This design comes from an exercise in tuning for small area, a short achievable clock period and few clock cycles on the open sky130 flow, not from production work. Function was checked by simulation only, so behaviour that the tests miss may differ from the original. Power figures rest on the tool's default switching activity, not on a simulated workload.

==> design/flow/design.v <==
module fblc_dec (
    input  wire        clk,
    input  wire        rst_n,
    input  wire        in_valid,
    input  wire [7:0]  in_data,
    input  wire        in_last,
    output wire        in_ready,
    output wire        out_valid,
    input  wire        out_ready,
    output wire [15:0] out_syms,
    output wire [3:0]  out_count,
    output reg         done_valid,
    output reg  [3:0]  done_detail,
    output wire [31:0] done_bitoff,
    output wire [31:0] done_bytes
);
    localparam FN = 9;       
    localparam FD = 7;       
    localparam [3:0] P_HDR   = 4'd0,
                     P_TOK   = 4'd1,
                     P_G2    = 4'd2,
                     P_LITD  = 4'd3,
                     P_SPRE  = 4'd4,
                     P_SVOFF = 4'd5,
                     P_SRSYM = 4'd6,
                     P_SGZ   = 4'd7,
                     P_SGB   = 4'd8,
                     P_SEND  = 4'd9,
                     P_ISS   = 4'd10,
                     P_SKIP  = 4'd11,
                     P_FIN   = 4'd12;
    localparam [1:0] K_LIT = 2'd0, K_RUN = 2'd1, K_VERT = 2'd2, K_HIST = 2'd3;
    integer i;
    reg [3:0]  pst;
    reg [3:0]  pst_n;
    reg        ftok, fg2, flit, fiss;    
    reg [3:0]  hcnt;
    reg        he1, he2, he3, he4, he5, hhr;
    reg        hlo6;             
    reg [1:0]  htop;             
    reg [2:0]  hm;               
    reg [23:0] hlines;
    reg        hfull;            
    reg        h13;              
    reg        hlast;            
    reg [2:0]  wm;               
    reg [31:0] bb;
    reg [5:0]  bn;
    reg        iend;             
    reg [8:0]  fq [0:FD-1];      
    reg [2:0]  fn;
    reg        nxt;              
    reg        nend;             
    wire       dend = iend && (nxt || fn == 3'd0);    
    reg [28:0] btk;              
    reg [31:0] tstart;
    reg [31:0] rem;
    reg [8:0]  colu;             
    reg [8:0]  pp;               
    reg [9:0]  fill;             
    reg [1:0]  kind;
    reg [1:0]  tsym;
    reg [2:0]  vof;
    reg [9:0]  hdist;
    reg        pre1;
    reg [1:0]  fcnt;
    reg        gdist;
    reg [4:0]  gz;
    reg [4:0]  gleft;
    reg [23:0] gval;
    reg [2:0]  ecnt;
    reg [3:0]  detail;
    reg        st_off;
    reg        st_ok;
    assign done_bitoff = st_off ? tstart : 32'd0;
    assign done_bytes  = st_ok  ? 32'd16 + ((tstart + 32'd12) >> 3) : 32'd0;
    reg        pend;             
    wire [8:0] wid = {wm, 6'd0};
    reg        cv;
    reg        ccopy;            
    reg        cvert;
    reg [23:0] cleft;
    reg        cge8;             
    reg        cle8;             
    reg [2:0]  cq0;              
    reg [5:0]  cqw0, cqw1;       
    reg [7:0]  cqlo;             
    function [7:0] below(input [2:0] c);
        integer b;
        for (b = 0; b < 8; b = b + 1) below[b] = (b < c);
    endfunction
    reg signed [10:0] clo;       
    reg signed [10:0] chi;       
    reg [2:0]  crep;             
    reg [15:0] clit;
    reg [8:0]  ep;               
    reg        ov;
    assign out_valid = ov;
    reg [1023:0] hist;           
    wire       ofree  = !ov || out_ready;
    wire       emit   = cv && ofree;
    wire [3:0] ecount = cge8 ? 4'd8 : {1'b0, cleft[2:0]};
    wire       elast  = cle8;
    wire [8:0] cqn    = {cqw0, cq0} + {5'd0, ecount};
    wire       cfree  = !cv || (emit && elast);
    wire       done_fire = pend && !cv && ofree;
    reg        wv;
    reg [8:0]  wep;              
    reg [3:0]  wcnt;
    reg [15:0] wdr;              
    reg [7:0]  wm0, wm1;         
    reg [63:0] woh0, woh1;       
    reg [47:0] wab;              
    reg [2:0]  mk;
    reg [15:0] osyms;
    reg [2:0]  ok;
    always @(*) begin
        for (i = 0; i < 8; i = i + 1) begin
            ok = wep[2:0] + i[2:0];
            osyms[2*i +: 2] = wdr[2*ok +: 2];
        end
    end
    assign out_syms  = osyms;
    assign out_count = wcnt;
    always @(*) begin
        for (i = 0; i < 8; i = i + 1) begin
            mk = i[2:0] - wep[2:0];
            wm0[i] = wv && ({1'b0, mk} < wcnt) && (i >= wep[2:0]);
            wm1[i] = wv && ({1'b0, mk} < wcnt) && (i < wep[2:0]);
            wab[6*i +: 6] = wep[8:3] + ((i < wep[2:0]) ? 6'd1 : 6'd0);
        end
        for (i = 0; i < 64; i = i + 1)
            woh0[i] = (wep[8:3] == i);
        woh1 = {woh0[62:0], woh0[63]};
    end
    reg [15:0] rd;               
    reg [2:0]  rsel [0:7];       
    reg [7:0]  rmk;              
    reg [15:0] wdc;              
    reg [15:0] wdl;              
    reg [15:0] wd;               
    reg [5:0]  ra;
    reg [2:0]  kk;
    reg [3:0]  ln;
    reg [2:0]  wk;
    always @(*) begin
        for (i = 0; i < 8; i = i + 1) begin
            ra = cqlo[i] ? cqw1 : cqw0;
            rd[2*i +: 2] = ((wm0[i] || wm1[i]) && wab[6*i +: 6] == ra) ? wdr[2*i +: 2]
                                                                    : hist[2*(8*ra + i) +: 2];
        end
        for (i = 0; i < 8; i = i + 1) begin
            case (crep)
                3'd1: kk = 3'd0;
                3'd2: kk = i % 2;
                3'd3: kk = i % 3;
                3'd4: kk = i % 4;
                3'd5: kk = i % 5;
                3'd6: kk = i % 6;
                3'd7: kk = i % 7;
                default: kk = i;
            endcase
            ln = {1'b0, kk};
            rsel[i] = cq0 + kk;
            rmk[i]  = ($signed({7'd0, ln}) >= clo) && (!cvert || $signed({7'd0, i[3:0]}) < chi);
        end
        for (i = 0; i < 8; i = i + 1) begin
            wk = i[2:0] - ep[2:0];
            wdc[2*i +: 2] = rmk[wk] ? rd[2*rsel[wk] +: 2] : 2'd0;
            wdl[2*i +: 2] = clit[2*wk +: 2];
        end
        wd    = ccopy ? wdc : wdl;
    end
    genvar gw, gb;
    generate
        for (gw = 0; gw < 64; gw = gw + 1) begin : g_word
            for (gb = 0; gb < 8; gb = gb + 1) begin : g_bank
                always @(posedge clk)
                    if ((woh0[gw] && wm0[gb]) || (woh1[gw] && wm1[gb]))
                        hist[2*(8*gw+gb) +: 2] <= wdr[2*gb +: 2];
            end
        end
    endgenerate
    wire [1:0] pre = bb[31:30];
    function [15:0] gdec(input [20:0] x, input [5:0] avail);
        reg [9:0] zoh;
        reg [9:0] v;
        reg [3:0] z;
        reg       en;
        integer j;
        begin
            v  = 10'd0;
            z  = 4'd0;
            en = 1'b0;
            for (j = 0; j <= FN; j = j + 1) begin
                zoh[j] = x[20-j] && ((j == 0) || ((x >> (21-j)) == 21'd0));
                v      = v | ({10{zoh[j]}} & ((x >> (20 - 2*j)) & ((21'd1 << (j+1)) - 1)));
                z      = z | ({4{zoh[j]}} & j);
                en     = en | (zoh[j] && (2*j + 1 <= avail));
            end
            gdec = {(x[20:20-FN] == 10'd0), en, z, v};
        end
    endfunction
    wire [5:0]  av2 = (bn >= 6'd2) ? bn - 6'd2 : 6'd0;
    wire [5:0]  av4 = (bn >= 6'd4) ? bn - 6'd4 : 6'd0;
    wire [5:0]  av5 = (bn >= 6'd5) ? bn - 6'd5 : 6'd0;
    wire [15:0] gd0 = gdec(bb[31:11], bn);
    wire [15:0] gd2 = gdec(bb[29:9],  av2);
    wire [15:0] gd4 = gdec(bb[27:7],  av4);
    wire [15:0] gd5 = gdec(bb[26:6],  av5);
    reg [2:0]  g0;
    reg [15:0] gsel;
    reg [3:0]  gzc;              
    reg        gbig;             
    reg        genough;          
    reg [9:0]  gv;
    integer    k;
    always @(*) begin
        if (fg2)                begin g0 = 3'd0; gsel = gd0; end
        else if (pre == K_RUN)  begin g0 = 3'd4; gsel = gd4; end
        else if (pre == K_VERT) begin g0 = 3'd5; gsel = gd5; end
        else                    begin g0 = 3'd2; gsel = gd2; end
        gbig    = gsel[15];
        genough = gsel[14];
        gzc     = gsel[13:10];
        gv      = gsel[9:0];
    end
    wire [8:0] colr      = colu - wid;
    wire [7:0] col       = colr[8] ? colu[7:0] : colr[7:0];
    wire [8:0] line_left = wid - {1'b0, col};
    wire       rem_z     = (rem == 32'd0);
    wire       fv_rem    = (rem[31:10] == 22'd0) && (gv > rem[9:0]);
    wire       fv_line   = ({1'b0, gv} > {1'b0, line_left});
    wire       fv_dist   = (gv > 10'd512);
    wire       fast_bits = !gbig && genough;
    wire       tok_bad   = (pre == K_HIST) ? fv_dist : (fv_rem || (pre == K_VERT && fv_line));
    wire       fast_bad  = fast_bits && tok_bad;
    reg  [9:0] sm7;
    wire [9:0] x7 = gv ^ rem[9:0];
    wire [9:0] x8 = gv ^ {1'b0, line_left};
    always @(*) begin
        sm7 = x7;
        for (k = 1; k < 10; k = k + 1) sm7 = sm7 | (sm7 >> 1);
    end
    wire       e8first = fv_line && (!fv_rem || ((x8 & ~sm7) != 10'd0));
    wire [3:0] tok_det = (pre == K_HIST) ? 4'd9 : (pre == K_VERT && e8first) ? 4'd8 : 4'd7;
    reg        perr;
    reg  [3:0] perr_det;
    wire       tok_v7    = (pre == K_VERT) && (bb[29:27] == 3'b111);
    wire       tok_serial = tok_v7 ? (bn >= 6'd5 || dend)
                                   : (fast_bad || (gbig && bn >= {3'd0, g0} + 6'd10) || (dend && !fast_bits));
    wire       g2_serial = (fast_bits && fv_rem) || (gbig && bn >= 6'd10) || (dend && !fast_bits);
    wire       sbit   = bb[31];
    wire       shave  = (bn != 6'd0);
    wire [23:0] gnew_z = 24'd1 << gz;
    wire [23:0] gnew_b = gval | ({23'd0, sbit} << (gleft - 5'd1));
    wire [23:0] gcand  = (pst == P_SGZ) ? gnew_z : gnew_b;
    wire       g_e9 = gdist && (gcand > 24'd512);
    wire       g_e7 = !gdist && ({8'd0, gcand} > rem);
    wire       g_e8 = !gdist && (kind == K_VERT) && (gcand > {15'd0, line_left});
    wire       g_err = g_e9 || g_e7 || g_e8;
    wire [3:0] g_det = g_e9 ? 4'd9 : g_e7 ? 4'd7 : 4'd8;
    wire [3:0]  lnum  = (gval[23:3] != 21'd0) ? 4'd8 : {1'b0, gval[2:0]};    
    wire [15:0] lsrc  = bb[31:16];
    wire [15:0] ldata;
    genvar gl;
    generate
        for (gl = 0; gl < 8; gl = gl + 1) begin : g_lit
            assign ldata[2*gl +: 2] = lsrc[15-2*gl -: 2];
        end
    endgenerate
    wire end_ok = (bn >= 6'd5) && (bb[31:27] == 5'b10111);
    wire can_iss = cfree && (!pend || done_fire);
    reg        iss;              
    reg        upd;              
    reg [1:0]  ikind;
    reg [23:0] iL;
    reg [2:0]  iv;
    reg [1:0]  isym;
    reg        acc;              
    reg [2:0]  sa;               
    reg [3:0]  sz;               
    always @(*) begin
        iss   = 1'b0;
        upd   = 1'b0;
        ikind = kind;
        iL    = {14'd0, gv};
        iv    = vof;
        isym  = tsym;
        acc   = 1'b0;
        sa    = g0 + 3'd1;
        sz    = gzc;
        if (perr) begin
        end else if (ftok) begin
                ikind = pre;
                iv    = bb[29:27];
                isym  = bb[29:28];
                if (pend) begin
                    acc = 1'b0;
                end else if (rem_z) begin
                    sa  = 3'd5;
                    sz  = 4'd0;
                    acc = end_ok;
                end else if (!tok_v7 && fast_bits) begin
                    if (pre == K_HIST || pre == K_LIT) begin
                        acc = 1'b1;
                    end else if (can_iss) begin
                        acc  = 1'b1;
                        upd  = 1'b1;
                        iss  = 1'b1;
                    end
                end
        end else if (fg2) begin
                ikind = K_HIST;
                if (fast_bits && can_iss) begin
                    acc  = 1'b1;
                    upd  = 1'b1;
                    iss  = 1'b1;
                end
        end else if (flit) begin
                ikind = K_LIT;
                iL    = {20'd0, lnum};
                sa    = 3'd0;
                sz    = lnum;
                if ({1'b0, lnum, 1'b0} <= {1'b0, bn} && can_iss) begin
                    acc  = 1'b1;
                    upd  = 1'b1;
                    iss  = 1'b1;
                end
        end else if (fiss) begin
                iL = gval;
                if (kind == K_LIT) begin
                end else if (can_iss) begin
                    upd = 1'b1;
                    iss = 1'b1;
                end
        end else if (pst == P_SPRE || pst == P_SVOFF || pst == P_SRSYM ||
                     pst == P_SGZ  || pst == P_SGB   || pst == P_SEND) begin
            sa  = 3'd1;
            sz  = 4'd0;
            acc = shave;
        end
    end
    function [1:0] madd3(input [1:0] a, input [1:0] b);
        reg [2:0] t;
        begin
            t = {1'b0, a} + {1'b0, b};
            madd3 = (t >= 3'd3) ? t - 3'd3 : t[1:0];
        end
    endfunction
    function [1:0] mod3_18(input [17:0] x);
        reg [1:0] r [0:8];
        integer k;
        begin
            for (k = 0; k < 9; k = k + 1) r[k] = (x[2*k +: 2] == 2'd3) ? 2'd0 : x[2*k +: 2];
            mod3_18 = madd3(madd3(madd3(r[0], r[1]), madd3(r[2], r[3])),
                            madd3(madd3(r[4], r[5]), madd3(madd3(r[6], r[7]), r[8])));
        end
    endfunction
    wire [9:0] iLf = flit ? {6'd0, lnum} : gv;
    reg  [7:0] lmod;
    reg  [1:0] gm3;              
    always @(*) begin
        if (fiss) begin
            case (wm)
                3'd2:    lmod = {1'b0, gval[6:0]};
                3'd3:    lmod = {gm3, gval[5:0]};
                3'd4:    lmod = gval[7:0];
                default: lmod = {2'b0, gval[5:0]};
            endcase
        end else begin
            case (wm)
                3'd2:    lmod = {1'b0, iLf[6:0]};
                3'd3:    lmod = {mod3_18({14'd0, iLf[9:6]}), iLf[5:0]};
                3'd4:    lmod = iLf[7:0];
                default: lmod = {2'b0, iLf[5:0]};
            endcase
        end
    end
    wire [8:0] colnxt = {1'b0, col} + {1'b0, lmod};
    wire [9:0]  froom   = 10'd512 - fill;
    wire [23:0] fL      = fiss ? gval : {14'd0, iLf};
    wire [9:0]  fsum    = fill + fL[9:0];
    wire [10:0] rlo     = {1'b0, rem[9:0]} - {1'b0, iLf};
    wire [21:0] rhim1   = rem[31:10] - 22'd1;
    wire [31:0] rem_fast = {rlo[10] ? rhim1 : rem[31:10], rlo[9:0]};
    wire [9:0]  fillnxt = (fL >= {14'd0, froom}) ? 10'd512 : fsum;
    wire [8:0]  vd3   = wid + 9'd3;
    wire [8:0]  pvd   = pp - vd3;
    wire signed [10:0] vl1b = 11'sd3 - $signed({3'd0, col});                       
    wire signed [10:0] vl2b = $signed({2'd0, vd3}) - $signed({1'b0, fill});       
    wire signed [10:0] vhib = $signed({2'd0, line_left}) + 11'sd3;                
    wire [8:0]  vd    = vd3 - {6'd0, iv};
    wire signed [10:0] vlob = (vl1b > vl2b) ? vl1b : vl2b;
    wire signed [10:0] vlo  = vlob - $signed({8'd0, iv});                          
    wire signed [10:0] vhi  = vhib - $signed({8'd0, iv});
    wire [8:0]  cqv  = pvd + {6'd0, iv};
    wire [8:0]  cqh  = pp - hdist[8:0];
    wire signed [10:0] hlo  = $signed({1'b0, hdist}) - $signed({1'b0, fill});
    wire        hacc   = !hfull && (pst == P_HDR || iend);
    wire        hfire  = hacc && in_valid;
    wire [3:0]  h_det  = he1 ? 4'd1 : he2 ? 4'd2 : he3 ? 4'd3 : he4 ? 4'd4 : he5 ? 4'd5 : 4'd0;
    wire [25:0] hlm    = (hm == 3'd1) ? {2'd0, hlines} :
                         (hm == 3'd2) ? {1'b0, hlines, 1'b0} :
                         (hm == 3'd3) ? ({2'd0, hlines} + {1'b0, hlines, 1'b0}) :
                                        {hlines, 2'b0};
    wire        body_st = (pst != P_HDR) && (pst != P_FIN) && (pst != P_SKIP);
    wire        pre_ok = hfull && !h13 && !hlast && iend && (nxt || fn == 3'd0) && !nend &&
                         fn != FD && pst != P_SKIP;
    assign in_ready = hacc || (pst == P_SKIP && !iend) ||
                      (body_st && !iend && fn != FD) || pre_ok;
    wire        ffire = body_st && in_valid && !iend && fn != FD;
    wire        pfire = pre_ok && in_valid;
    wire        qpush = ffire || pfire;
    wire        bfire = body_st && !nxt && fn != 3'd0 && bn <= 6'd24;
    wire [31:0] bba   = bb | (bfire ? ({fq[0][7:0], 24'd0} >> bn) : 32'd0);
    wire [5:0]  bnf   = bn + (bfire ? 6'd8 : 6'd0);
    wire [31:0] bsa   = bba << sa;
    wire [31:0] bsz   = bsa << {sz, 1'b0};
    wire [5:0]  bnsa  = bnf - {3'd0, sa};
    wire [5:0]  bna   = bnsa - {1'b0, sz, 1'b0};
    localparam [4:0] END_PAT = 5'b10111;
    task dispatch;
        begin
            hfull  <= 1'b0;
            hcnt   <= 4'd0;
            btk    <= 29'd0;
            bb     <= 32'd0;
            bn     <= 6'd0;
            iend   <= hlast || nend || (pfire && in_last);
            nxt    <= 1'b0;
            nend   <= 1'b0;
            if (h13) begin
                detail <= 4'd13;
                pst_n     = P_FIN;
            end else if (h_det != 4'd0) begin
                detail <= h_det;
                pst_n     = P_SKIP;
            end else begin
                wm   <= hm;
                colu <= 9'd0;
                rem  <= {hlm, 6'd0};
                if (hhr || hm != wm) fill <= 10'd0;
                pst_n   = P_TOK;
            end
        end
    endtask
    always @(posedge clk) begin
        pst_n = pst;
        if (!rst_n) begin
            pst    <= P_HDR;
            ftok   <= 1'b0;
            fg2    <= 1'b0;
            flit   <= 1'b0;
            fiss   <= 1'b0;
            hcnt   <= 4'd0;
            he1 <= 1'b0; he2 <= 1'b0; he3 <= 1'b0; he4 <= 1'b0; he5 <= 1'b0; hhr <= 1'b0;
            hlo6   <= 1'b0;
            htop   <= 2'd0;
            hm     <= 3'd0;
            hlines <= 24'd0;
            hfull  <= 1'b0;
            h13    <= 1'b0;
            hlast  <= 1'b0;
            wm     <= 3'd0;
            bb     <= 32'd0;
            bn     <= 6'd0;
            iend   <= 1'b0;
            nxt    <= 1'b0;
            nend   <= 1'b0;
            fn     <= 3'd0;
            for (i = 0; i < FD; i = i + 1) fq[i] <= 9'd0;
            btk    <= 29'd0;
            tstart <= 32'd0;
            rem    <= 32'd0;
            colu   <= 9'd0;
            pp     <= 9'd0;
            fill   <= 10'd0;
            kind   <= 2'd0;
            tsym   <= 2'd0;
            vof    <= 3'd0;
            hdist   <= 10'd0;
            pre1   <= 1'b0;
            fcnt   <= 2'd0;
            gdist  <= 1'b0;
            gz     <= 5'd0;
            gleft  <= 5'd0;
            gval   <= 24'd0;
            ecnt   <= 3'd0;
            detail <= 4'd0;
            pend   <= 1'b0;
            perr   <= 1'b0;
            perr_det <= 4'd0;
            gm3    <= 2'd0;
            done_valid  <= 1'b0;
            done_detail <= 4'd0;
            st_off      <= 1'b0;
            st_ok       <= 1'b0;
            cv     <= 1'b0;
            ccopy  <= 1'b0;
            cvert  <= 1'b0;
            cleft  <= 24'd0;
            cge8   <= 1'b0;
            cle8   <= 1'b0;
            cq0    <= 3'd0;
            cqlo   <= 8'd0;
            cqw0   <= 6'd0;
            cqw1   <= 6'd0;
            clo    <= 11'sd0;
            chi    <= 11'sd0;
            crep   <= 3'd0;
            clit   <= 16'd0;
            ep     <= 9'd0;
            ov     <= 1'b0;
            wv     <= 1'b0;
            wep    <= 9'd0;
            wcnt   <= 4'd0;
            wdr    <= 16'd0;
        end else begin
            done_valid <= done_fire;
            if (done_fire) pend <= 1'b0;
            wv <= emit;
            if (emit) begin
                wep   <= ep;
                wcnt  <= ecount;
                wdr   <= wd;
                ov    <= 1'b1;
                ep    <= ep + {5'd0, ecount};
                {cqw0, cq0} <= cqn;
                cqlo  <= below(cqn[2:0]);
                cqw1  <= cqn[8:3] + 6'd1;
                cleft <= cleft - {20'd0, ecount};
                cge8  <= (cleft - {20'd0, ecount}) >= 24'd8;
                cle8  <= (cleft - {20'd0, ecount}) <= 24'd8;
                if (clo > 11'sd0) clo <= clo - $signed({7'd0, ecount});
                if (chi > 11'sd0) chi <= chi - $signed({7'd0, ecount});
                if (elast) cv <= 1'b0;
            end else if (out_ready) begin
                ov <= 1'b0;
            end
            if (iss) cv <= 1'b1;
            if (cfree) begin
                ccopy <= ikind[1];
                cvert <= (ikind == K_VERT);
                cleft <= iL;
                cge8  <= iL >= 24'd8;
                cle8  <= iL <= 24'd8;
                clit  <= (ikind == K_LIT) ? ldata : {8{isym}};
                if (ikind == K_VERT) begin
                    {cqw0, cq0} <= cqv;
                    cqlo  <= below(cqv[2:0]);
                    cqw1  <= cqv[8:3] + 6'd1;
                    clo   <= vlo;
                    chi   <= vhi;
                    crep  <= 3'd0;
                end else begin
                    {cqw0, cq0} <= cqh;
                    cqlo  <= below(cqh[2:0]);
                    cqw1  <= cqh[8:3] + 6'd1;
                    clo   <= hlo;
                    chi   <= 11'sd0;
                    crep  <= (hdist < 10'd8) ? hdist[2:0] : 3'd0;
                end
            end
            if (upd) begin
                rem  <= fiss ? rem - {8'd0, gval} : rem_fast;
                colu <= colnxt;
                pp   <= pp + (fiss ? gval[8:0] : iLf[8:0]);
                fill <= fillnxt;
            end
            if (body_st) begin
                bb <= acc ? bsz : bba;
                bn <= acc ? bna : bnf;
                if (bfire) btk <= btk + 29'd1;
                if (ffire && in_last) iend <= 1'b1;
            end
            for (i = 0; i < FD; i = i + 1) begin
                if (bfire) begin
                    if (qpush && i == fn - 1) fq[i] <= {in_last, in_data};
                    else if (i < FD - 1)      fq[i] <= fq[i+1];
                end else if (qpush && i == fn) begin
                    fq[i] <= {in_last, in_data};
                end
            end
            fn <= fn + {2'd0, qpush} - {2'd0, bfire};
            if (pfire) begin
                nxt <= 1'b1;
                if (in_last) nend <= 1'b1;
            end
            if (hfire) begin
                hcnt <= hcnt + 1'b1;
                case (hcnt)
                    4'd0:  begin
                               he1 <= (in_data != 8'h46);
                               he2 <= 1'b0; he3 <= 1'b0; he4 <= 1'b0; he5 <= 1'b0;
                           end
                    4'd1:  he1 <= he1 || (in_data != 8'h42);
                    4'd2:  he1 <= he1 || (in_data != 8'h01);
                    4'd3:  he2 <= (in_data != 8'h02);
                    4'd4:  begin hlo6 <= (in_data[5:0] != 6'd0); htop <= in_data[7:6]; end
                    4'd5:  begin
                               he3 <= hlo6 || !((in_data == 8'd0 && htop != 2'd0) ||
                                                (in_data == 8'd1 && htop == 2'd0));
                               hm  <= (in_data == 8'd1) ? 3'd4 : {1'b0, htop};
                           end
                    4'd6:  begin hhr <= in_data[0]; he5 <= (in_data[7:1] != 7'd0); end
                    4'd8:  hlines[7:0]   <= in_data;
                    4'd9:  hlines[15:8]  <= in_data;
                    4'd10: hlines[23:16] <= in_data;
                    4'd11: he4 <= (in_data != 8'd0) || (hlines == 24'd0);
                    default: he5 <= he5 || (in_data != 8'd0);      
                endcase
                if (hcnt == 4'd15 || in_last) begin
                    hfull <= 1'b1;
                    h13   <= (hcnt != 4'd15);
                    hlast <= in_last;
                end
            end
            perr     <= acc && ((ftok && !rem_z && tok_bad) || (fg2 && fv_rem));
            perr_det <= fg2 ? 4'd7 : tok_det;
            if (perr) begin
                detail <= perr_det;
                pst_n   = P_SKIP;
            end else
            case (pst)
            P_HDR: begin
                if (hfull) dispatch;
            end
            P_TOK: begin
                tstart <= {btk, 3'd0} - {26'd0, bn};
                kind   <= pre;
                vof    <= bb[29:27];
                tsym   <= bb[29:28];
                fcnt   <= 2'd0;
                ecnt   <= 3'd0;
                gz     <= 5'd0;
                gdist  <= 1'b0;
                if (pend) begin
                    tstart <= tstart;
                end else if (rem_z) begin
                    if (end_ok) begin
                        detail <= 4'd0;
                        pst_n     = dend ? P_FIN : P_SKIP;
                    end else if (bn >= 6'd5 || dend) begin
                        pst_n  = P_SEND;
                    end
                end else if (acc) begin
                    if (pre == K_HIST) begin
                        hdist <= gv;
                        pst_n   = P_G2;
                    end else if (pre == K_LIT) begin
                        gval <= {14'd0, gv};
                        pst_n   = P_LITD;
                    end
                end else if (tok_serial) begin
                    pst_n  = P_SPRE;
                end
            end
            P_G2: begin
                gz    <= 5'd0;
                gdist <= 1'b0;
                if (iss) begin
                    pst_n  = P_TOK;
                end else if (g2_serial) begin
                    pst_n  = P_SGZ;
                end
            end
            P_LITD: begin
                if (iss) begin
                    gval <= gval - {20'd0, lnum};
                    if (gval == {20'd0, lnum}) pst_n  = P_TOK;
                end else if (dend && {1'b0, lnum, 1'b0} > {1'b0, bn}) begin
                    detail <= 4'd12;
                    pst_n     = P_SKIP;
                end
            end
            P_ISS: begin
                if (kind == K_LIT) begin
                    pst_n   = P_LITD;
                end else if (iss) begin
                    pst_n   = P_TOK;
                end
            end
            P_SPRE: begin
                if (!shave) begin
                    if (dend) begin detail <= 4'd12; pst_n  = P_SKIP; end
                end else if (fcnt == 2'd0) begin
                    pre1 <= sbit;
                    fcnt <= 2'd1;
                end else begin
                    fcnt <= 2'd0;
                    kind <= {pre1, sbit};
                    case ({pre1, sbit})
                        K_LIT:  pst_n  = P_SGZ;
                        K_RUN:  pst_n  = P_SRSYM;
                        K_VERT: pst_n  = P_SVOFF;
                        default: begin gdist <= 1'b1; pst_n  = P_SGZ; end
                    endcase
                end
            end
            P_SVOFF: begin
                if (!shave) begin
                    if (dend) begin detail <= 4'd12; pst_n  = P_SKIP; end
                end else begin
                    vof <= {vof[1:0], sbit};
                    if (fcnt == 2'd2) begin
                        fcnt <= 2'd0;
                        if ({vof[1:0], sbit} == 3'b111) begin
                            detail <= 4'd11;
                            pst_n     = P_SKIP;
                        end else begin
                            pst_n  = P_SGZ;
                        end
                    end else begin
                        fcnt <= fcnt + 1'b1;
                    end
                end
            end
            P_SRSYM: begin
                if (!shave) begin
                    if (dend) begin detail <= 4'd12; pst_n  = P_SKIP; end
                end else begin
                    tsym <= {tsym[0], sbit};
                    if (fcnt == 2'd1) begin
                        fcnt <= 2'd0;
                        pst_n   = P_SGZ;
                    end else begin
                        fcnt <= fcnt + 1'b1;
                    end
                end
            end
            P_SGZ: begin
                if (!shave) begin
                    if (dend) begin detail <= 4'd12; pst_n  = P_SKIP; end
                end else if (!sbit) begin
                    if (gz == 5'd23) begin
                        detail <= 4'd6;
                        pst_n     = P_SKIP;
                    end else begin
                        gz <= gz + 1'b1;
                    end
                end else begin
                    gval  <= gnew_z;
                    gm3   <= (gz < 5'd6) ? 2'd0 : gz[0] ? 2'd2 : 2'd1;    
                    gleft <= gz;
                    if (g_err) begin
                        detail <= g_det;
                        pst_n     = P_SKIP;
                    end else if (gz == 5'd0) begin
                        if (gdist) begin
                            hdist  <= gnew_z[9:0];
                            gdist <= 1'b0;
                            pst_n    = P_G2;
                        end else begin
                            pst_n  = P_ISS;
                        end
                    end else begin
                        pst_n  = P_SGB;
                    end
                end
            end
            P_SGB: begin
                if (!shave) begin
                    if (dend) begin detail <= 4'd12; pst_n  = P_SKIP; end
                end else begin
                    gval  <= gnew_b;
                    if (sbit && gleft > 5'd6) gm3 <= madd3(gm3, gleft[0] ? 2'd1 : 2'd2);    
                    gleft <= gleft - 1'b1;
                    if (g_err) begin
                        detail <= g_det;
                        pst_n     = P_SKIP;
                    end else if (gleft == 5'd1) begin
                        gz <= 5'd0;
                        if (gdist) begin
                            hdist  <= gnew_b[9:0];
                            gdist <= 1'b0;
                            pst_n    = P_G2;
                        end else begin
                            pst_n  = P_ISS;
                        end
                    end
                end
            end
            P_SEND: begin
                if (!shave) begin
                    if (dend) begin detail <= 4'd12; pst_n  = P_SKIP; end
                end else if (sbit != END_PAT[3'd4 - ecnt]) begin
                    detail <= 4'd10;
                    pst_n     = P_SKIP;
                end else if (ecnt == 3'd4) begin
                    detail <= 4'd0;
                    pst_n     = P_SKIP;
                end else begin
                    ecnt <= ecnt + 1'b1;
                end
            end
            P_SKIP: begin
                bb <= 32'd0;
                bn <= 6'd0;
                if (!nxt) fn <= 3'd0;
                if (!iend && in_valid && in_last) iend <= 1'b1;
                if (iend || (in_valid && in_last)) pst_n  = P_FIN;
            end
            P_FIN: begin
                if (!pend) begin
                    pend        <= 1'b1;
                    done_detail <= detail;
                    st_off      <= (detail >= 4'd6 && detail <= 4'd12);
                    st_ok       <= (detail == 4'd0);
                    if (detail != 4'd0) fill <= 10'd0;
                    detail <= 4'd0;
                    iend   <= 1'b0;
                    bb     <= 32'd0;
                    bn     <= 6'd0;
                    if (hfull) dispatch;
                    else       pst_n = P_HDR;
                end
            end
            default: pst_n  = P_HDR;
            endcase
            pst  <= pst_n;
            ftok <= (pst_n == P_TOK);
            fg2  <= (pst_n == P_G2);
            flit <= (pst_n == P_LITD);
            fiss <= (pst_n == P_ISS);
        end
    end
endmodule
==> design/flow/run.sh <==
#!/bin/bash
# synth_recipe.tcl (not shown) runs the flow's synth.tcl, then flattens the netlist and writes it again
# the make line also repeats each setting of config.mk as NAME=value (left out here)
make -C /OpenROAD-flow-scripts/flow DESIGN_CONFIG=/design/flow/config.mk WORK_HOME=/design/flow/orfs CLKGATE_MAP_FILE= SYNTH_SCRIPT=/design/flow/synth_recipe.tcl finish
==> design/flow/config.mk <==
export PLATFORM = sky130hd
export DESIGN_NAME = fblc_dec
export DESIGN_NICKNAME = fblc_dec
export VERILOG_FILES = /design/flow/design.v
export SDC_FILE = /design/flow/constraint.sdc
export NUM_CORES = 4
export LEC_CHECK = 0
export CAP_MARGIN = 20
export CELL_PAD_IN_SITES_DETAIL_PLACEMENT = 1
export CELL_PAD_IN_SITES_GLOBAL_PLACEMENT = 2
export CORE_MARGIN = 2
export CORE_UTILIZATION = 30
export GPL_ROUTABILITY_DRIVEN = 1
export PLACE_DENSITY = 0.45
export SETUP_SLACK_MARGIN = 2.5
export SLEW_MARGIN = 20
==> design/flow/constraint.sdc <==
create_clock -name core_clock -period 8.0 [get_ports {clk}]
set_input_delay 1.6000 -clock core_clock [delete_from_list [all_inputs] [get_ports {clk}]]
set_output_delay 1.6000 -clock core_clock [all_outputs]
set_load 0.01 [all_outputs]
==> results of run 1 <==
==> state kept, by name (all words and copies together), names as in the netlist, 16 cells and up <==
register / cells
tstart: 32
cleft: 24
btk: 29
clit: 16
rem: 32
bb: 32
hist: 1024
fq: 56
hlines: 24
gval: 24
wdr: 16
==> logic make-up after synthesis <==
kind of cell    after synthesis  share of synthesized area [%]
simple gates               3001                           14.4
compound gates             2589                           17.3
flops                      1506                           42.1
buf+inv                    1089                           4.43
mux                         850                           12.9
fa+ha+maj                   413                           5.58
xor+xnor                    351                           3.21
other cells                   2                        0.00784
==> routing by layer <==
metal	part of all wire, %	routed length (um)
met3	6.1	27900
met4	2.8	12800
met2	44	202000
met1	47	217000
met5	0.0028	13
==> layout by cell type (no fill, tap or decap), types with 83 or more instances in the layout <==
cell type | synthesis | routed
sky130_fd_sc_hd__mux4_2 | 304 | 304
sky130_fd_sc_hd__dfxtp_1 | 482 | 433
sky130_fd_sc_hd__edfxtp_1 | 1024 | 1024
sky130_fd_sc_hd__a211oi_1 | 168 | 157
sky130_fd_sc_hd__mux2i_1 | 467 | 441
sky130_fd_sc_hd__nand2b_1 | 93 | 91
sky130_fd_sc_hd__xnor2_1 | 193 | 185
sky130_fd_sc_hd__inv_1 | 311 | 298
sky130_fd_sc_hd__a31oi_1 | 86 | 86
sky130_fd_sc_hd__nand3_1 | 204 | 195
sky130_fd_sc_hd__o21ai_0 | 423 | 393
sky130_fd_sc_hd__buf_4 | 10 | 468
sky130_fd_sc_hd__a21oi_1 | 728 | 711
sky130_fd_sc_hd__nor3_1 | 219 | 196
sky130_fd_sc_hd__nand2_1 | 775 | 718
sky130_fd_sc_hd__a21o_1 | 85 | 83
sky130_fd_sc_hd__nor2_1 | 1131 | 1107
sky130_fd_sc_hd__ha_1 | 386 | 369
sky130_fd_sc_hd__xor2_1 | 158 | 155
sky130_fd_sc_hd__clkbuf_16 | 0 | 197
sky130_fd_sc_hd__o22ai_1 | 408 | 406
==> worst paths after layout <==
check                           depth (start not counted)             end       from  slack [ns]
worst max register to register                         23         rem[18]     bb[30]        2.57
worst min register to register                          2         cqw0[2]    cqw0[2]        0.46
worst min-delay path                                    2         cqw0[2]    cqw0[2]        0.46
worst max-delay path                                   15  done_bytes[27]  tstart[3]        2.36
==> worst min-delay path: stages (launching register included) <==
cell and delay [ns]:
sky130_fd_sc_hd__dfxtp_1 0.31, sky130_fd_sc_hd__nand2_1 0.05, sky130_fd_sc_hd__a21oi_1 0.06
==> timing repair <==
action	4_1_cts	5_1_grt
pin swaps	55	100
hold endpoints to repair	0	0
resized for setup	317	198
gates cloned	1	1
endpoints found under the setup margin	178	116
setup buffers	97	82
==> where the power goes <==
part	leakage (nW)	internal [mW]	total, mW	switching, mW
clock network	3.16	5.28	9.09	3.81
logic	22.9	8.99	24.9	15.9
registers	14.5	8.96	9.68	0.719
==> area by class of cell <==
cell class              instances  area share (%)
diodes                         14          0.0312
clock buffers                 249            4.71
clock inverters               108            1.09
inverters                     331            1.17
multi-input cells            7210            47.7
flip-flops and latches       1506            36.1
well taps                    4180            4.66
repair buffers                613            4.53
==> metrics by stage <==
step,instances,hold slack [ns],area [um2],worst slack (ns)
floorplan,9804,0.432,95900,2.52
global placement,13700,0.442,102000,0.417
detailed placement,13700,0.451,102000,0.384
CTS,14100,0.465,111000,2.23
global route,14200,0.482,112000,2.19
finish,14200,0.463,112000,2.36
==> notes.md, run 1 <==
Timing:
- The final count of hold timing violations is 0.
- The worst path in the final design needs a cycle of approximately 5.6 ns, including I/O delays and setup.
- Timing would allow up to approximately 180 MHz.
- The final critical-path share of the clock period is 70.5%.
- Between clock sinks in the finished design, the worst skew comes to approximately 0.12 ns.
- The final-report max-slew violation count was 0.
- For the pin with the worst max-slew slack, the measured transition is 1.24 ns.
- For the final routed database, the setup TNS stands at 0 ns.
- Setup repair after global routing could not meet its margin everywhere.
- In this run the tightest slew margin relative to its limit is 14.6%.
- The final number of setup-violating endpoints is 0.

Clock network:
- The total of hold buffers inserted after clock tree synthesis is 0.
- Buffers inserted during clock tree synthesis total 195.
- TritonCTS built the clock tree.
- The longest clock path from root to sink contains 4 buffers.
- Clock-pin slew was measured on the worst setup and hold paths at 0.06 ns.
- The insertion delay of the later-clocked pin in the worst-skew pair is 0.95 ns.
- The total number of H-tree levels is 4.
- The CTS root buffer is sky130_fd_sc_hd__clkbuf_16.
- Counting every sink on the clock net gives 1,506.

Pwr:
- The leakage dissipation is 40.6 nW.
- The total power per unit cell area is 389 mW/mm2.
- The design draws 43.7 mW.
- The worst supply voltage drop on vdd is ~0.27 mV.

Yosys:
- After synthesis, the share of flip-flops with an asynchronous set or reset is 0%.
- Among all cell types in the netlist, the one instantiated most often is sky130_fd_sc_hd__nor2_1.
- The library cell with the largest summed area after synthesis is sky130_fd_sc_hd__edfxtp_1.
- Synthesis produced 9,801 cells.
- In this run, synthesis produced a sequential element count of 1,506.
- The count of flip-flops with a built-in enable after synthesis is between 1,000 and 1,500.
- Counting instances in the post-synthesis netlist gives the leading cell types as sky130_fd_sc_hd__nor2_1, sky130_fd_sc_hd__edfxtp_1, sky130_fd_sc_hd__nand2_1.
- After synthesis, the cell types taking the most area are sky130_fd_sc_hd__edfxtp_1, sky130_fd_sc_hd__dfxtp_1, sky130_fd_sc_hd__mux4_2, sky130_fd_sc_hd__ha_1, sky130_fd_sc_hd__mux2i_1.
- Among all flip-flop cells after synthesis, the most frequent one is sky130_fd_sc_hd__edfxtp_1.
- In this run the cell area of the synthesized design comes to 0.0958 mm2.
- The number of distinct library cells after synthesis is 104.
- After synthesis, the mean cell area works out to between 9 and 10 um2.
- The share of the Yosys chip area taken by registers is 42.1%.
- After synthesis, the largest area contributor takes up 32.1% of total cell area.
- The Yosys step of the flow raised 4 warnings.

Worst setup path:
- The highest cell delay on the worst timing path is 0.38 ns.
- The largest individual stage delay along the critical path comes from the cell sky130_fd_sc_hd__or3_4.
- The arrival time of data at the critical path endpoint is between 4 and 5 ns.
- The worst path required time is between 6 and 7 ns.
- The worst setup path is captured at an output pin.
- In this run the worst path has a maximum fanout of 4.
- The startpoint-to-endpoint class of the critical path is register to output pin.
- The kind of launch point of the worst setup path is a register.
- The cell family contributing the most delay on the critical path is simple AND/OR/NAND/NOR gates.
- The critical path goes through inv_2 -> ha_4 -> nand4b_1 -> buf_6 -> or3_4 -> xnor2_2 -> a31oi_1 -> nor3b_2 -> nor3b_4 -> inv_2 -> or3_4 -> or3_4 -> xnor2_1 -> nor2_1 -> buf_2.
- The most numerous cell type found on the critical path is sky130_fd_sc_hd__or3_4.
- The critical path contains buffers and inverters numbering 4 combined.

Drt:
- The detailed router finished its first iteration with 7,230 violations.
- The number of remaining DRC errors is 0.
- The ratio of routed vias to standard cells is slightly below 6.
- Dividing the detail-routed wire length by the instance count gives 32.3 um.
- After detailed routing, the total wire length is between 400 and 500 mm.
- The final route contains 82,900 vias.
- The residual antenna-violating net count after detailed routing is 0.
- The pre-antenna-repair detailed-routing pass consisted of 6 iterations.

Global routing:
- Entering global routing, the biggest net connects 79 pins.
- The global-route wire length before repair is ~650 mm.
- Global routing consumed, over all layers together, ~28% of the routing resources.
- The initial antenna violation count came to 29.
- The routing usage on met2 is roughly 43%.
- The met1 layer usage reported by global route is approximately two fifths.
- The met3 capacity usage during global routing is 4.23%.
- The routing layer with the top usage in global route is met2.
- The via count of the first global-routing pass is roughly 84,000.
- Summed over all layers, the global routing overflow is 0.

Cells and area:
- The number of filler cells placed in the layout is 35,200.
- The sequential cell area in the final layout is about 0.04 mm2.
- In the final design database the tool counted slightly above 10,000 nets.
- The utilization of the core after routing is 35.3%.
- The signed area change from the synthesized netlist to the final layout is 17.0%.
- Cells with a size suffix above 1 make up between 10% and 20% of the layout.
- In the final layout, the multi-input gates occupy ~0.053 mm2.

Die:
- The area of the placeable core is between 0.3 and 0.4 mm2.
- The starting density of the core is between 30% and 40%.
- Row generation in the floorplan step produced 207 rows.
- From left edge to right edge, the die measures around 570 um.
- The die covers around 0.32 mm2.
- In this run the vertical extent of the chip is 569 um.
- between 100 and 150 I/O pins were placed.

Run status:
- The flow ran to the end and the layout has no timing, DRC or antenna violations.

Placed design:
- The congestion estimate from routability-driven global placement came to around 0.9.
- During placement, the flow inserted port buffers numbering around 100.
- The detailed-placement wirelength estimate is 329 mm.

Job:
- The tool flagged a number of max-cap violations equal to 0.

Min path:
- The tightest min-delay check is of the register to register type.
Testbench counts, summed over its fixed seeds: cycles 8,857.
==> inputs of run 2 (changes only) <==
--- a/design/flow/config.mk
+++ b/design/flow/config.mk
@@ -12,5 +12,5 @@
 export CORE_UTILIZATION = 30
 export GPL_ROUTABILITY_DRIVEN = 1
 export PLACE_DENSITY = 0.45
-export SETUP_SLACK_MARGIN = 2.5
+export SETUP_SLACK_MARGIN = 2.75
 export SLEW_MARGIN = 20
==> run 2 against run 1 <==
Net effect: critical path type unchanged; combinational power up 4%; hold slack worse by 0.037 ns; sequential share of layout area down 0.54 points; via count up 0.62%; cell count up 0.65%; worst setup slack better by 0.014 ns; count of clock-buffer cells in the layout down 5; global-route usage up 0.26 points; synthesized area unchanged; largest power group unchanged; sequential cell count unchanged; final area up 1.6%.
==> notes.md, run 2 <==
Worst setup path:
- The startpoint-to-endpoint class of the critical path is register to output pin (unchanged).
- The highest cell delay on the worst timing path is 0.38 ns (about the same).
- The cell repeated most along the worst path is sky130_fd_sc_hd__or3_4 (unchanged).
- The critical path's slowest cell is sky130_fd_sc_hd__dfxtp_4 (was sky130_fd_sc_hd__or3_4).
- The worst path required time is 6.40 ns (about the same).
- The family with the most delay on the worst path was simple AND/OR/NAND/NOR gates (unchanged).
- The kind of launch point of the worst setup path is a register (unchanged).
- The type of element capturing the critical path is an output pin (unchanged).
- Series of cell instances along the critical path: inv_4 -> ha_4 -> nand4b_1 -> buf_6 -> or3_4 -> xnor2_2 -> a31oi_1 -> nor3b_2 -> nor3b_4 -> inv_2 -> or3_4 -> or3_4 -> xnor2_1 -> nor2_1 -> buf_2 (was inv_2 -> ha_4 -> nand4b_1 -> buf_6 -> or3_4 -> xnor2_2 -> a31oi_1 -> nor3b_2 -> nor3b_4 -> inv_2 -> or3_4 -> or3_4 -> xnor2_1 -> nor2_1 -> buf_2).
- The sum of buffers and inverters on the critical path is 4 (unchanged).
- The arrival time of data at the critical path endpoint came to 4.03 ns (was 4.04 ns).
- The maximum net fanout on the critical path is 5 (was 4).

Clock network:
- The CTS root buffer was sky130_fd_sc_hd__clkbuf_16 (unchanged).
- The clock input transition at the sequential cells of the worst setup and hold paths is 0.06 ns (about the same).
- The number of clock sinks seen by CTS is 1,506 (unchanged).
- The total of hold buffers inserted after clock tree synthesis is 0 (unchanged).
- The buffer depth of the longest clock path is 4 (unchanged).
- The insertion delay of the later-clocked pin in the worst-skew pair is 0.95 ns (about the same).
- The clock tree from TritonCTS is built (unchanged).
- The total CTS buffers came to 194 (was 195).
- The total number of H-tree levels is 4 (unchanged).

Yosys:
- The average cell area after synthesis was 9.78 um2 (unchanged).
- The count of flip-flops with a built-in enable after synthesis is 1,024 (unchanged).
- The main flop type after synthesis was sky130_fd_sc_hd__edfxtp_1 (unchanged).
- The sequential area share after synthesis was 42.1% (unchanged).
- The netlist area before placement is 0.0958 mm2 (unchanged).
- The library cell with the largest summed area after synthesis is sky130_fd_sc_hd__edfxtp_1 (unchanged).
- The number of distinct library cells after synthesis is 104 (unchanged).
- The number of synthesized register bits is 1,506 (unchanged).
- The share of synthesized flip-flops with an asynchronous set or reset came to 0% (unchanged).
- The area fraction of the dominant cell type after synthesis is 32.1% (unchanged).
- The most numerous cell in the Yosys netlist was sky130_fd_sc_hd__nor2_1 (unchanged).
- The number of cells produced by synthesis is 9,801 (unchanged).
- Ranking of synthesized cells by instance count: sky130_fd_sc_hd__nor2_1, sky130_fd_sc_hd__edfxtp_1, sky130_fd_sc_hd__nand2_1 (unchanged).
- Top cells by area in the synthesized netlist: sky130_fd_sc_hd__edfxtp_1, sky130_fd_sc_hd__dfxtp_1, sky130_fd_sc_hd__mux4_2, sky130_fd_sc_hd__ha_1, sky130_fd_sc_hd__mux2i_1 (unchanged).
- The number of warnings printed during yosys synthesis is 4 (unchanged).

Timing:
- Unrepaired setup endpoints after global routing: yes (unchanged).
- The post-layout minimum cycle time was 5.63 ns (was 5.64 ns).
- The final worst-path setup slack is 2.37 ns (was 2.36 ns).
- The final number of setup-violating endpoints came to 0 (unchanged).
- The final-report max-slew violation count is 0 (unchanged).
- The slew of the pin with the lowest slew margin is 1.27 ns (was 1.24 ns).
- The final critical-path share of the clock period is 70.3% (was 70.5%).
- The final count of hold timing violations is 0 (unchanged).
- The worst relative slew slack was 15.2% (was 14.6%).
- The summed negative setup slack over all endpoints was 0 ns (unchanged).
- The worst clock skew is 0.122 ns (was 0.117 ns).
- The upper clock frequency limit is 178 MHz (was 177 MHz).

Pwr:
- The leakage dissipation was 41.2 nW (was 40.6 nW).
- The worst supply voltage drop on vdd came to 0.321 mV (was 0.265 mV).
- The total power per unit cell area was 393 mW/mm2 (was 389 mW/mm2).

Drt:
- The ratio of routed vias to standard cells was 5.83 (about the same).
- The number of remaining DRC errors was 0 (unchanged).
- The wire length after detailed routing is 464 mm (was 460 mm).
- The violation count after the first detailed-routing iteration is 7,283 (was 7,230).
- The routed length per instance was 32.5 um (was 32.3 um).
- The detailed-routing iteration count for the pre-antenna-repair pass is 6 (unchanged).
- The overall via count from detail_route is 83,400 (was 82,900).
- The residual antenna-violating net count after detailed routing is 0 (unchanged).

Min path:
- The type of the tightest min-delay check is register to register (unchanged).

Placed design:
- The worst setup timing slack at the placement stage is 0.970 ns (was 0.384 ns).
- The post-detailed-placement cell area is 0.102 mm2 (about the same).
- The detailed-placement wirelength estimate is 331 mm (was 329 mm).
- The port buffer count came to 101 (unchanged).
- The final weighted congestion in routability-driven placement is 0.872 (was 0.891).

Run status:
- Run status: timing/DRC/antenna clean (unchanged).

Die:
- The floorplan die area is 0.324 mm2 (unchanged).
- The die outline height is 569 um (unchanged).
- The number of cell rows came to 207 (unchanged).
- The x dimension of the die is 569 um (unchanged).
- The area of the placeable core is 0.318 mm2 (unchanged).
- The top-level port count is 104 (unchanged).
- The starting density of the core came to 30.1% (unchanged).

Cells and area:
- The number of nets in the layout was 10,400 (was 10,300).
- The fraction of layout instances using a drive strength above 1 is 18.9% (was 17.1%).
- The commonest non-fill, non-tap cell in the layout is sky130_fd_sc_hd__nor2_1 (unchanged).
- The signed area change from the synthesized netlist to the final layout came to 18.8% (was 17.0%).
- Largest registers ranked by flip-flop count: hist: 1024 flops, fq: 56 flops (unchanged).
- The flip-flop count of the largest register after layout is 1,024 (unchanged).
- The utilization of the core after routing is 35.8% (was 35.3%).
- Commonest cells after routing, fill and taps aside: sky130_fd_sc_hd__nor2_1, sky130_fd_sc_hd__edfxtp_1, sky130_fd_sc_hd__nand2_1, sky130_fd_sc_hd__a21oi_1, sky130_fd_sc_hd__buf_4 (unchanged).
- The register name with the most flops is hist (unchanged).
- The total non-filler cell area in the finished layout is 0.114 mm2 (was 0.112 mm2).

Global routing:
- The global-route wire length before repair is 654 mm (was 649 mm).
- The initial antenna violation count is 41 (was 29).
- The maximum number of pins on one net before global-route repair is 130 (was 79).
- The via count of the first global-routing pass was 84,500 (was 84,100).
- The global router's overall resource usage was 27.8% (was 27.5%).
- The final global-route overflow total is 0 (unchanged).

Job:
- The max-cap violation count came to 0 (unchanged).
==> run 2: routing by layer <==
layer  up-vias  share of wire, %  routed length, um  track usage, %
li1      37200                 -                  -               -
met1     43200                48             223000            41.7
met2      2481                44             202000            42.2
met3       511               6.0              28000            3.33
met4         6               2.5              11400            6.54
met5         -            0.0084                 39               0
==> run 2: worst reg2reg max path, cell delays in order, from the launching register on <==
cell and delay [ns]:
sky130_fd_sc_hd__dfxtp_4 0.44, sky130_fd_sc_hd__buf_6 0.25, sky130_fd_sc_hd__nor4_4 0.07, sky130_fd_sc_hd__buf_4 0.15, sky130_fd_sc_hd__a32oi_1 0.31, sky130_fd_sc_hd__o32ai_4 0.16
sky130_fd_sc_hd__a221oi_2 0.50, sky130_fd_sc_hd__nor4_2 0.15, sky130_fd_sc_hd__buf_4 0.21, sky130_fd_sc_hd__a21oi_4 0.25, sky130_fd_sc_hd__ha_4 0.27, sky130_fd_sc_hd__o21ai_4 0.07
sky130_fd_sc_hd__a21boi_2 0.09, sky130_fd_sc_hd__o21a_1 0.21, sky130_fd_sc_hd__o311ai_2 0.23, sky130_fd_sc_hd__buf_4 0.19, sky130_fd_sc_hd__nand3b_1 0.12, sky130_fd_sc_hd__buf_4 0.17
sky130_fd_sc_hd__nor4_4 0.22, sky130_fd_sc_hd__buf_4 0.20, sky130_fd_sc_hd__nand2_4 0.06, sky130_fd_sc_hd__a211o_4 0.42, sky130_fd_sc_hd__nor3_4 0.13, sky130_fd_sc_hd__xor2_1 0.10
sky130_fd_sc_hd__o221a_2 0.28
==> run 2: layout make-up <==
type                            instances  area [um2]
Antenna cell                           13        32.5
Clock buffer                          244        5200
Clock inverter                        113        1350
Fill cell                           35200      204000
Inverter                              331        1310
Multi-Input combinational cell       7211       54200
Sequential cell                      1506       40500
Tap cell                             4180        5230
Timing Repair Buffer                  705        6010
==> run 2: kinds of logic after synthesis <==
kind of cell	synth area share (%)
and+or+nand+nor	14.4
AOI/OAI and AO/OA	17.3
DFF	42.1
buffers and inverters	4.43
muxes	12.9
adders and majority gates	5.58
xor gates and xnor gates	3.21
other	0.00784
==> run 2: repair_timing <==
action	CTS	global route
setup endpoints to repair	195	138
gates resized for setup	484	267
buffers inserted	160	109
pin swaps	101	141
endpoints found under the hold margin	0	0
cloned	4	3
==> run 2: final timing paths <==
path / slack (ns) / from / end / depth (start not counted)
setup / recovery: 2.37 / tstart[2] / done_bytes[27] / 15
hold / removal: 0.43 / ep[8] / wep[8] / 2
setup reg to reg: 2.69 / bb[27] / rem[31] / 24
hold reg to reg: 0.43 / ep[8] / wep[8] / 2
==> run 2: per-stage QoR <==
step / total power [mW] / std cells / hold WS, ns
after global placement: 32.6 / 13700 / 0.451
final: 44.8 / 14300 / 0.425
after CTS: 43.3 / 14200 / 0.441
after detailed placement: 32.7 / 13700 / 0.454
after global routing: 47.0 / 14300 / 0.478
after floorplan: 23.8 / 9804 / 0.432
==> run 2: where the power goes <==
part / switching [mW] / total (mW) / internal [mW]
Clock: 3.84 / 9.19 / 5.35
Sequential: 0.809 / 9.77 / 8.96
Combinational: 16.1 / 25.8 / 9.67

==> what the ideal ports hide <==
How much do the figures lean on ideal ports? The routed layouts below were timed once more, with nothing changed but the port constraints.
Step 1 sets driving cells, clkbuf_16 on the clock port and buf_2 on the other inputs (assumed; they add their load-dependent delay and slew).
Step 2 adds t to the input delays and takes it off the output delays; t is the mean of the earliest and latest rising clock arrival at the registers after step 1. Input paths then give back, and output paths get back, about the clock's delay inside the block.
Three values: no drivers, after step 1, after step 2; two values: the first two.
| run | t, ns | setup slack, ns | worst hold slack (ns) | worst setup path at the end |
|---|---|---|---|---|
| run 1 | 0.991 | 2.358 / 2.260 / 2.214 | 0.463 / 0.463 / 0.463 | input to register |
| run 2 | 0.982 | 2.372 / 2.269 / 2.445 | 0.425 / 0.425 / 0.425 | input to register |
After both steps setup and hold are still met in every run listed. The setup slack of run 1, which loses most, moves by -0.098 ns with the drivers and by -0.144 ns with both steps.
